This is an optimization exercise on Yosys and OpenROAD, whose aim is small area, a short achievable clock period and few clock cycles per item, not a production implementation.
In this exercise RTL edits were held to simulation tests only and were not proved equivalent to the original.
Power figures rest on the tool's default switching activity, not on a simulated workload.

== job 5598 ==
==> flow/design.v (excerpt) <==
module shake_chain (
    input  wire         clk,
    input  wire         rst,
    input  wire         in_valid,
    output wire         in_ready,
    input  wire [63:0]  in_data,
    input  wire [3:0]   in_nbytes,   
    input  wire         in_last,
    input  wire         in_org,      
    output wire         out_valid,
    input  wire         out_ready,
    output wire [255:0] out_hash,
    output wire [31:0]  out_n
);
==> flow/config.mk <==
export PLATFORM = sky130hd
export DESIGN_NAME = shake_chain
export DESIGN_NICKNAME = shake_chain
export VERILOG_FILES = /design/flow/design.v
export SDC_FILE = /design/flow/constraint.sdc
export NUM_CORES = 4
export LEC_CHECK = 0
export CAP_MARGIN = 40
export CORE_MARGIN = 2
export CORE_UTILIZATION = 25
export PLACE_DENSITY = 0.55
export SETUP_SLACK_MARGIN = 2.5
export SLEW_MARGIN = 40
export SYNTH_HIERARCHICAL = 1
==> flow/constraint.sdc <==
create_clock -name core_clock -period 6.0 [get_ports {clk}]
set_input_delay 1.2000 -clock core_clock [delete_from_list [all_inputs] [get_ports {clk}]]
set_output_delay 1.2000 -clock core_clock [all_outputs]
set_load 0.01 [all_outputs]
standard.sh (not shown) runs the stock make flow with config.mk's settings and CLKGATE_MAP_FILE= SYNTH_SCRIPT=/design/flow/synth_recipe.tcl, a recipe that flattens the netlist after the stock synthesis.
==> flow/flow/run.sh <==
#!/bin/bash
# The standard layout (standard.sh: the standard flow's synthesis and ORFS flow), with
# two changes to how it sizes cells:
#  - the ports are buffered with plain buffers (buf_2) instead of the
#    delay-type buffer buffer_ports picks by default;
#  - timing repair may swap a cell for one of another footprint.
set -euo pipefail
export BUFFER_PORTS_ARGS="-buffer_cell sky130_fd_sc_hd__buf_2"
bash standard.sh MATCH_CELL_FOOTPRINT=0 finish > standard_flow.log 2>&1
Testbench counts of job 5598, summed over its fixed seeds: cycles 14,856, bytes 74,081.
For job 9558, these inputs were changed with respect to job 5598:
Settings: PLACE_DENSITY changed from 0.55 to 0.35; SETUP_SLACK_MARGIN changed from 2.5 to 2.6.
==> flow/run.sh (new file) <==
#!/bin/bash
# synth_recipe.tcl (not shown) runs the flow's synth.tcl, then flattens the netlist and writes it again
# the make line also repeats each setting of config.mk as NAME=value (left out here)
make -C /OpenROAD-flow-scripts/flow DESIGN_CONFIG=/design/flow/config.mk WORK_HOME=/design/flow/orfs CLKGATE_MAP_FILE= SYNTH_SCRIPT=/design/flow/synth_recipe.tcl finish
removed: flow/flow/run.sh
removed: flow/standard.sh
[summary]
Per the comparison of job 9558 with job 5598, worst hold slack dropped 9.2 ps, clock network power climbed about 7%, worst setup slack climbed 130 ps, number of logic stages on the critical path including buffering climbed 2.
Job 9558 ends up with lower fraction of area in registers than job 5598 does.
Total power (job 9558 / job 5598): 1.06
Changes observed in job 9558 relative to job 5598: number of buffers added by the clock tree synthesis step has increased, worst max-slew margin expressed relative to the limit rose by 9.7 points.
Job 9558 falls short of job 5598 in global-route wire length before repair.
Input changes introduced in job 274 (baseline for comparison: job 9558):
Settings: SETUP_SLACK_MARGIN changed from 2.6 to 2.5.
==> flow/flow/run.sh (new file) <==
#!/bin/bash
# The standard layout (standard.sh: the standard flow's synthesis and ORFS flow), with
# two changes to how it sizes cells:
#  - the ports are buffered with plain buffers (buf_2) instead of the
#    delay-type buffer buffer_ports picks by default;
#  - timing repair may swap a cell for one of another footprint.
set -euo pipefail
export BUFFER_PORTS_ARGS="-buffer_cell sky130_fd_sc_hd__buf_2"
bash standard.sh MATCH_CELL_FOOTPRINT=0 finish > standard_flow.log 2>&1
==> flow/standard.sh (new file) <==
#!/bin/bash
# synth_recipe.tcl (not shown) runs the flow's synth.tcl, then flattens the netlist and writes it again
# the make line also repeats each setting of config.mk as NAME=value (left out here)
make -C /OpenROAD-flow-scripts/flow DESIGN_CONFIG=/design/flow/config.mk WORK_HOME=/design/flow/orfs CLKGATE_MAP_FILE= SYNTH_SCRIPT=/design/flow/synth_recipe.tcl "${@:-finish}"
removed: flow/run.sh
## What came out
- Delta (job 274 minus job 9558): first-pass GRT wire length now sits at about the same level; total power now sits lower.
- Compared with job 9558, job 274 shows a sequential share of layout area that is 0.77 points higher.
- Diff job 9558 -> job 274 | routed wire length per instance | increase of 1.1%
- When the final numbers for job 9558 and job 274 were put side by side, the design area turned out to be smaller in job 274.
- Job 274 contains fewer vias than job 9558.
- Compared with job 9558, job 274 shows sequential share of power higher by 0.3 points.
- Job 9558 → job 274: minimum setup slack among reg-to-reg paths dropped 150 ps; starting density of the core barely changed.
- [job 274] minimum clock period rose 150 ps relative to job 9558
- Job 274 ended with more routability congestion estimate than job 9558.
Input-level comparison between job 6255 and job 274:
Settings: PLACE_DENSITY: 0.35 -> 0.55; SETUP_SLACK_MARGIN: 2.5 -> 2.75.
Notes after the runs:
- Job 6255 vs job 274 — final standard cell area without fillers climbed slightly
- Critical path depth (lower): job 6255
- Diff job 274 -> job 6255: clock skew moved up, first-pass GRT wire length now smaller, all-layer global routing usage now smaller, number of vias after detailed routing now larger.
- Job 6255 vs job 274: number of antenna violations at the first check in global routing up by more than 10%

## re-timing with driven ports
Ports are ideal in the flow. The routed layouts listed here were re-timed in OpenROAD. Step 1 (the two cells are an assumption about what drives the block):
set clk [get_ports {clk}]
set_driving_cell -lib_cell sky130_fd_sc_hd__clkbuf_16 $clk
set_driving_cell -lib_cell sky130_fd_sc_hd__buf_2 [delete_from_list [all_inputs] $clk]
Step 2 times the ports against the registers' clock, not the clock port: input delays grow and output delays shrink by t, the midpoint of the rising clock arrivals with the driver on. Three values: ideal, step 1, step 2; two values: the first two.
run | shift t [ns] | setup slack, ns | worst setup path after step 2
job 5598 | 1.151 | 2.334 / 2.334 / 1.346 | input to register
job 9558 | 1.192 | 2.461 / 2.461 / 1.488 | input to register
job 274 | 1.173 | 2.313 / 2.313 / 1.635 | input to register
job 6255 | 1.164 | 2.506 / 2.506 / 1.551 | input to register
After both steps every run listed still meets setup and hold. For job 5598, which loses most, drivers alone change the setup slack by 0.000 ns; drivers and shift together by -0.988 ns.
